From an optimization exercise on the open Yosys and OpenROAD flow, aimed at small area, a short achievable clock period and few clock cycles per item; shortcuts taken in it are not production practice.
The RTL was checked by simulation tests, not by an equivalence proof against the original design.
No activity file was given, so power comes from the tool's default toggle rates.

`flow/design.v`:
```
module flow_steer (
    input  wire         clk,
    input  wire         rst,
    input  wire         in_valid,
    output wire         in_ready,
    input  wire [31:0]  in_seed,
    input  wire [4:0]   in_hash_sel,     
    input  wire         in_mode,         
    input  wire [7:0]   in_aff_mask,
    input  wire [7:0]   in_online_mask,
    input  wire         in_tunnel,
    input  wire [23:0]  in_vni,
    input  wire         o_has_mac,
    input  wire [95:0]  o_mac,
    input  wire         o_has_ip,
    input  wire         o_v6,
    input  wire [127:0] o_src,
    input  wire [127:0] o_dst,
    input  wire [7:0]   o_proto,
    input  wire         o_has_ports,
    input  wire [31:0]  o_ports,
    input  wire         o_frag,
    input  wire         i_has_mac,
    input  wire [95:0]  i_mac,
    input  wire         i_has_ip,
    input  wire         i_v6,
    input  wire [127:0] i_src,
    input  wire [127:0] i_dst,
    input  wire [7:0]   i_proto,
    input  wire         i_has_ports,
    input  wire [31:0]  i_ports,
    input  wire         i_frag,
    output reg          out_valid,
    input  wire         out_ready,
    output reg  [31:0]  out_hash,
    output reg  [2:0]   out_region,
    output reg          out_drop
);
    localparam MAXB = 40;                
    localparam S_IDLE = 3'd0;
    localparam S_CRC  = 3'd1;
    localparam S_MOD  = 3'd2;
    localparam S_FIN  = 3'd3;
    localparam S_OUT  = 3'd4;
    reg [2:0]          state;
    reg [8*MAXB-1:0]   msg;              
    reg [5:0]          len;
    reg [5:0]          cnt;
    reg [31:0]         crc;
    reg [7:0]          cand;
    reg                mode;
    assign in_ready = (state == S_IDLE);
    reg               use_inner;
    reg               l_has_mac, l_has_ip, l_v6, l_has_ports, l_frag;
    reg [95:0]        l_mac;
    reg [127:0]       l_src, l_dst;
    reg [7:0]         l_proto;
    reg [31:0]        l_ports;
    reg [8*MAXB-1:0]  asm_msg;
    reg [5:0]         asm_len;
    always @(*) begin
        use_inner   = in_hash_sel[3] & in_tunnel;
        l_has_mac   = use_inner ? i_has_mac   : o_has_mac;
        l_mac       = use_inner ? i_mac       : o_mac;
        l_has_ip    = use_inner ? i_has_ip    : o_has_ip;
        l_v6        = use_inner ? i_v6        : o_v6;
        l_src       = use_inner ? i_src       : o_src;
        l_dst       = use_inner ? i_dst       : o_dst;
        l_proto     = use_inner ? i_proto     : o_proto;
        l_has_ports = use_inner ? i_has_ports : o_has_ports;
        l_ports     = use_inner ? i_ports     : o_ports;
        l_frag      = use_inner ? i_frag      : o_frag;
        asm_msg = {8*MAXB{1'b0}};
        asm_len = 6'd0;
        if (!l_has_ip) begin
            if (l_has_mac) begin
                asm_msg = (asm_msg << 96) | {224'd0, l_mac};
                asm_len = asm_len + 6'd12;
            end
        end else begin
            if (in_hash_sel[0]) begin
                if (l_v6) begin
                    asm_msg = (asm_msg << 256) | {64'd0, l_src, l_dst};
                    asm_len = asm_len + 6'd32;
                end else begin
                    asm_msg = (asm_msg << 64) | {256'd0, l_src[31:0], l_dst[31:0]};
                    asm_len = asm_len + 6'd8;
                end
            end
            if (in_hash_sel[1]) begin
                asm_msg = (asm_msg << 8) | {312'd0, l_proto};
                asm_len = asm_len + 6'd1;
            end
            if (in_hash_sel[2] && l_has_ports && !l_frag) begin
                asm_msg = (asm_msg << 32) | {288'd0, l_ports};
                asm_len = asm_len + 6'd4;
            end
            if (in_hash_sel[4] && in_tunnel) begin
                asm_msg = (asm_msg << 24) | {296'd0, in_vni};
                asm_len = asm_len + 6'd3;
            end
        end
        asm_msg = asm_msg << (8 * (MAXB - asm_len));
    end
    function [31:0] crc_byte;
        input [31:0] c;
        input [7:0]  b;
        integer i;
        begin
            crc_byte = c ^ {24'd0, b};
            for (i = 0; i < 8; i = i + 1)
                crc_byte = crc_byte[0] ? ((crc_byte >> 1) ^ 32'h82F63B78)
                                       : (crc_byte >> 1);
        end
    endfunction
    reg  [3:0]  n_cand;                  
    reg  [3:0]  in_n_cand;
    reg  [31:0] hsh;                     
    reg  [3:0]  rem;                     
    reg  [2:0]  step;
    reg  [4:0]  r_next;
    reg  [3:0]  k;
    reg  [3:0]  seen;
    reg  [2:0]  pick;
    reg         found;
    integer     j;
    always @(*) begin
        in_n_cand = 4'd0;
        for (j = 0; j < 8; j = j + 1)
            in_n_cand = in_n_cand + {3'd0, in_aff_mask[j] & in_online_mask[j]};
        r_next = {1'b0, rem};
        for (j = 3; j >= 0; j = j - 1) begin
            r_next = {r_next[3:0], hsh[28 + j]};
            if (r_next >= {1'b0, n_cand})
                r_next = r_next - {1'b0, n_cand};
        end
        k     = mode ? 4'd0 : rem;
        seen  = 4'd0;
        pick  = 3'd0;
        found = 1'b0;
        for (j = 0; j < 8; j = j + 1) begin
            if (cand[j] && !found) begin
                if (seen == k) begin
                    pick  = j[2:0];
                    found = 1'b1;
                end
                seen = seen + 4'd1;
            end
        end
    end
    always @(posedge clk) begin
        if (rst) begin
            state     <= S_IDLE;
            out_valid <= 1'b0;
        end else begin
            case (state)
                S_IDLE: if (in_valid) begin
                    msg   <= asm_msg;
                    len   <= asm_len;
                    cnt   <= 6'd0;
                    crc   <= in_seed;
                    cand  <= in_aff_mask & in_online_mask;
                    n_cand <= in_n_cand;
                    mode  <= in_mode;
                    state <= S_CRC;
                end
                S_CRC: begin
                    if (cnt == len) begin
                        hsh      <= ~crc;
                        out_hash <= ~crc;
                        rem      <= 4'd0;
                        step     <= 3'd0;
                        state    <= S_MOD;
                    end else begin
                        crc <= crc_byte(crc, msg[8*MAXB-1 -: 8]);
                        msg <= msg << 8;
                        cnt <= cnt + 6'd1;
                    end
                end
                S_MOD: begin
                    if (n_cand != 4'd0)
                        rem <= r_next[3:0];
                    hsh  <= hsh << 4;
                    step <= step + 3'd1;
                    if (step == 3'd7)
                        state <= S_FIN;
                end
                S_FIN: begin
                    out_drop   <= (cand == 8'd0);
                    out_region <= (cand == 8'd0) ? 3'd0 : pick;
                    out_valid  <= 1'b1;
                    state      <= S_OUT;
                end
                S_OUT: if (out_ready) begin
                    out_valid <= 1'b0;
                    state     <= S_IDLE;
                end
                default: state <= S_IDLE;
            endcase
        end
    end
endmodule
```
`flow/run.sh`:
```
#!/bin/bash
# synth_recipe.tcl (not shown) runs the flow's synth.tcl, then flattens the netlist and writes it again
# the make line also repeats each setting of config.mk as NAME=value (left out here)
make -C /OpenROAD-flow-scripts/flow DESIGN_CONFIG=/design/flow/config.mk WORK_HOME=/design/flow/orfs CLKGATE_MAP_FILE= SYNTH_SCRIPT=/design/flow/synth_recipe.tcl finish
```
`flow/config.mk`:
```
export PLATFORM = sky130hd
export DESIGN_NAME = flow_steer
export DESIGN_NICKNAME = flow_steer
export VERILOG_FILES = /design/flow/design.v
export SDC_FILE = /design/flow/constraint.sdc
export NUM_CORES = 4
export LEC_CHECK = 0
export CAP_MARGIN = 20
export CORE_AREA = 5 5 415 415
export DIE_AREA = 0 0 420 420
export SLEW_MARGIN = 20
```
`flow/constraint.sdc`:
```
create_clock -name core_clock -period 10.0 [get_ports {clk}]
set_input_delay 2.0000 -clock core_clock [delete_from_list [all_inputs] [get_ports {clk}]]
set_output_delay 2.0000 -clock core_clock [all_outputs]
set_load 0.01 [all_outputs]
```
==> summary.txt <==
==> sequential cells by signal (all words and copies together), names as in the netlist <==
name        count
cnt             6
n_cand          4
cand            8
out_hash       32
rem             4
out_drop        1
hsh            32
out_valid       1
step            3
state           3
len             6
mode            1
out_region      3
msg           320
crc            32
==> cells by family (layout without fill, tap and decap cells) <==
kind of cell               after synthesis  after routing  synth area share
DFF                                    456            456             0.258
adders and majority gates               39             39            0.0104
and+or+nand+nor                       1728           1728             0.141
muxes                                  997            997             0.235
other                                    0             32                 0
buffers and inverters                  698           1374            0.0597
AOI/OAI and AO/OA                     2110           2110             0.275
xor gates and xnor gates               123            123            0.0211
==> final timing paths <==
path / end / slack [ns] / cells after the start
worst max-delay path: msg[75] / 1.91 / 15
worst min-delay path: msg[146] / 0.52 / 2
worst max register to register: rem[1] / 2.91 / 30
worst min register to register: msg[146] / 0.52 / 2
==> tightest hold or removal path, delay by kind of cell (launching register included) <==
kind,cells,cell delay (ns)
simple gates,2,0.10
flops,1,0.33
==> cell type report <==
class                      count  area share
antenna                       32     0.00121
clock buffer                  51      0.0179
clock inverter                36     0.00712
inverter                      85     0.00505
multi-input combinational   4997       0.548
sequential                   456       0.206
tap                         2204      0.0415
timing repair buffer        1202       0.173
==> cell usage after synthesis, types with 18 or more instances <==
master / count
sky130_fd_sc_hd__xnor2_1: 93
sky130_fd_sc_hd__a21o_1: 48
sky130_fd_sc_hd__mux2i_1: 717
sky130_fd_sc_hd__a32oi_1: 20
sky130_fd_sc_hd__o31ai_1: 20
sky130_fd_sc_hd__o221ai_1: 61
sky130_fd_sc_hd__a211o_1: 24
sky130_fd_sc_hd__buf_6: 18
sky130_fd_sc_hd__nor2_1: 406
sky130_fd_sc_hd__a2bb2oi_1: 25
sky130_fd_sc_hd__buf_1: 80
sky130_fd_sc_hd__o21ai_1: 25
sky130_fd_sc_hd__nand4_1: 30
sky130_fd_sc_hd__mux2_2: 95
sky130_fd_sc_hd__ha_1: 31
sky130_fd_sc_hd__and3_1: 73
sky130_fd_sc_hd__a31oi_1: 56
sky130_fd_sc_hd__a221o_1: 51
sky130_fd_sc_hd__inv_1: 79
sky130_fd_sc_hd__a211oi_1: 87
sky130_fd_sc_hd__xor2_1: 26
sky130_fd_sc_hd__o211a_1: 18
sky130_fd_sc_hd__a221oi_1: 76
sky130_fd_sc_hd__buf_4: 44
sky130_fd_sc_hd__edfxtp_1: 452
sky130_fd_sc_hd__buf_2: 188
sky130_fd_sc_hd__o211ai_1: 66
sky130_fd_sc_hd__nor3_1: 75
sky130_fd_sc_hd__a22o_1: 105
sky130_fd_sc_hd__nand2b_1: 18
sky130_fd_sc_hd__o21a_1: 27
sky130_fd_sc_hd__nand3_1: 118
sky130_fd_sc_hd__o2bb2ai_1: 25
sky130_fd_sc_hd__mux4_2: 185
sky130_fd_sc_hd__a22oi_1: 252
sky130_fd_sc_hd__a21oi_1: 403
sky130_fd_sc_hd__a21boi_0: 20
sky130_fd_sc_hd__clkbuf_1: 283
sky130_fd_sc_hd__nand2_1: 877
sky130_fd_sc_hd__o21ai_0: 427
sky130_fd_sc_hd__and2_1: 42
sky130_fd_sc_hd__o22ai_1: 83
==> stage by stage <==
stage	std cells	total power [mW]	util	area [µm²]	hold WS (ns)
final	9063	10.8	0.397	66400	0.525
after global routing	9049	10.9	0.397	66400	0.539
after CTS	9030	10.5	0.396	66300	0.523
after detailed placement	8943	8.50	0.386	64600	0.505
after global placement	8941	8.50	0.386	64600	0.494
after floorplan	6151	5.65	-	52900	0.484
==> layer usage <==
metal	vias up	GRT usage
li1	25100	-
met1	31400	0.609
met2	5481	0.650
met3	1092	0.129
met4	22	0.319
met5	-	0
==> power by group through the flow <==
stage	Combinational, mW	Clock (mW)	Sequential [mW]
after global placement	5.97	0	2.53
after CTS	5.99	2.00	2.49
final	6.32	2.00	2.50
after floorplan	3.14	0	2.50
after global routing	6.33	2.07	2.51
after detailed placement	5.97	0	2.53
==> summary.txt <==
Power
The peak supply drop is 168 µV. The share of total power dissipated in the clock network is 0.185. The sequential cell fraction of total power is 0.231. The internal power summed over all cells is 5.50 mW. In this run the power spent charging and discharging nets is 5.32 mW. Of the total power, combinational logic draws 0.584. In this run the static leakage power is 24.8 nW. The power per standard cell area is 163 nW/µm².

The net switching fraction of the power is 0.492.

Synth
The number of different library cells used by synthesis comes to 112. The number of enable flip-flop cells after synthesis is 452. The share of synthesized area in the top cell type comes to 0.257. Counting every net in the synthesized netlist gives 7,067. The synthesized netlist occupies a cell area of 52,900 µm². The count of synthesis-stage warnings from yosys is 1. Of the synthesized area, sequential elements account for 0.258.

By area the synthesized netlist is led by sky130_fd_sc_hd__edfxtp_1, sky130_fd_sc_hd__mux2i_1, sky130_fd_sc_hd__mux4_2, sky130_fd_sc_hd__nand2_1, sky130_fd_sc_hd__o21ai_0. The most instantiated flip-flop cell in the synthesis netlist is sky130_fd_sc_hd__edfxtp_1. Dividing the synthesized area by the synthesized cell count gives 8.60 µm². The post-synthesis cell type with the largest combined area is sky130_fd_sc_hd__edfxtp_1. The register bit count reported by yosys is 456. The post-synthesis async set-or-reset flop share is 0. Synthesis produced 6,151 cells.

Finish
The multi-input gate area in the final layout is 36,400 µm². The number of filler cells placed in the layout is 17,100. In the layout the commonest cells are sky130_fd_sc_hd__clkdlybuf4s50_1, sky130_fd_sc_hd__nand2_1, sky130_fd_sc_hd__mux2i_1.

The library cell used most frequently in the layout, excluding fill and tap cells, is sky130_fd_sc_hd__clkdlybuf4s50_1. The share of layout cells above drive strength 1 is 0.116. The final net count is 7,705. The sequential cells in the finished layout cover a total of 13,700 µm².

The area added between synthesis and finish is 25.6%.

Setup path
The number of buffers and inverters on the critical path is 4. Counting stages on the worst path, the most repeated cell is sky130_fd_sc_hd__o21ai_0. The kind of start point of the critical path is an input pin. The type of element capturing the critical path is a flop. Data on the critical path arrives at its endpoint at 8.54 ns. The critical path goes through buf_2 -> buf_4 -> nand2_8 -> buf_12 -> buf_4 -> and2_0 -> a2111oi_0 -> o21ai_0 -> and2_1 -> o21ai_0 -> a31oi_1 -> a21oi_1 -> a211oi_2 -> a21oi_1 -> o21ai_0.

The origin of the worst setup path is in_tunnel. The startpoint of the worst register-to-register path is n_cand[1]. The worst-path maximum fanout is 80.

The data required time at the worst endpoint is 10.45 ns. The largest incremental delay on the critical path is 1.15 ns. The type of the worst setup path is input pin to flop. The library cell contributing the largest single delay on the critical path is sky130_fd_sc_hd__a211oi_2.

The kind of cell with the highest combined delay along the critical path is compound AO/OA/AOI/OAI gates.

Floorplan
The floorplan step set the die width to 420 µm. From bottom edge to top edge, the die measures 420 µm. The die covers 176,000 µm². The number of rows in the core area is 150.

The core region is 167,000 µm². Pin placement for this block handled 915 I/O pins. The starting density of the core is 0.316.

CTS
Post-CTS repair changed the size of 0 cells. The number of buffers inserted during clock tree synthesis is 47. The clock tree from TritonCTS is done. The clock transition at the register clock pins on the worst setup and hold paths after CTS is 0.08 ns.

For this design, the sink count on the clock tree is 456. The clock passes through at most 3 buffers. The number of levels the H-tree was split into is 2. The clock reaches the later pin of the worst-skew pair after 0.64 ns.

After clock tree synthesis, the flow added hold-fix buffers numbering 0. The root cell of the clock tree is sky130_fd_sc_hd__clkbuf_16. The post-CTS setup buffer count is 0.

Detailed routing
In the final routed layout, each cell accounts on average for 47.1 µm. The post-detailed-route DRC marker count is 0. The count of nets left with antenna violations after detail routing is 0.

In the routed layout, each cell is associated on average with a via count of 6.97. Detailed routing placed a total of 172 mm of wire on met2. The detailed-route wire length is 427 mm.

The initial DRC count is 11,400. The first-pass detailed-route iteration total is 9. The amount of wire on met3 after detailed routing is 49.4 mm. The uppermost signal routing layer after detailed routing is met5. Detailed routing inserted a total of 63,100 vias.

After detailed routing, the wire length on met1 is 168 mm.

Worst hold path
The startpoint identified for the worst hold timing path is msg[138]. The class of the most critical hold timing path is flop to flop.

Outcome
The run finished with no timing, DRC or antenna violations.

STA
Headroom to the max-slew limit came out at 0.137. The setup violation total in the final timing report is 0. The actual slew at the worst max-slew pin is 1.29 ns. Setup repair after global routing left no endpoint under its margin. The maximum clock frequency is 124 MHz. The summed negative setup slack over all endpoints is 0 ns. The number of failing hold endpoints at the final stage is 0. The final max-slew violation count is 0. Across the routed clock network, the largest skew measured is 0.0504 ns.

Across all setup checks in the final design, the least slack found is 1.91 ns. For the finished layout, the period the worst path requires is 8.09 ns. The post-route clock period utilization is 0.809.

Global routing
Entering global routing, the biggest net connects 147 pins. The number of antenna violations at the first check in global routing is 60. The first global-routing pass estimated 553 mm of wire.

The via count of the first global-routing pass is 58,600. Across every metal layer, demand over resource in global routing totals 0.462. The residual overflow from global routing is 0.

Place
Prior to clock tree synthesis, the placed netlist has a worst setup slack of 1.69 ns. Port buffering added 914 buffers. The routability congestion estimate is 1.13. The wire-length estimate of the detail-placed layout is 350 mm.

Job
The reported max-cap violation count is 0.
Testbench counts, summed over its fixed seeds: cycles 87,335, items 3,200.

==> static timing again, ports no longer ideal <==
In the flow no input, the clock included, has a driving cell. The finished layout below was timed again as built, in two steps.
Step 1 sets driving cells, clkbuf_16 on the clock port and buf_2 on the other inputs (assumed; they add their load-dependent delay and slew).
Step 2 moves the port delays by t, midway between the first and last clock arrival at a register: inputs arrive t later, outputs are due t later. That takes back most of the time a late clock gives input paths.
Three values: ideal, step 1, step 2; two values: the first two.
t (ns): 0.683
slack for setup (ns): 1.914 / 1.951 / 1.268
hold slack, ns: 0.525 / 0.525 / 0.525
latest minus earliest clock arrival (ns): 0.052 / 0.052
pins driven straight from the clock port: 1
After both steps this run still meets setup and hold. The setup slack of this run moves by +0.037 ns with the drivers and by -0.646 ns with both steps.
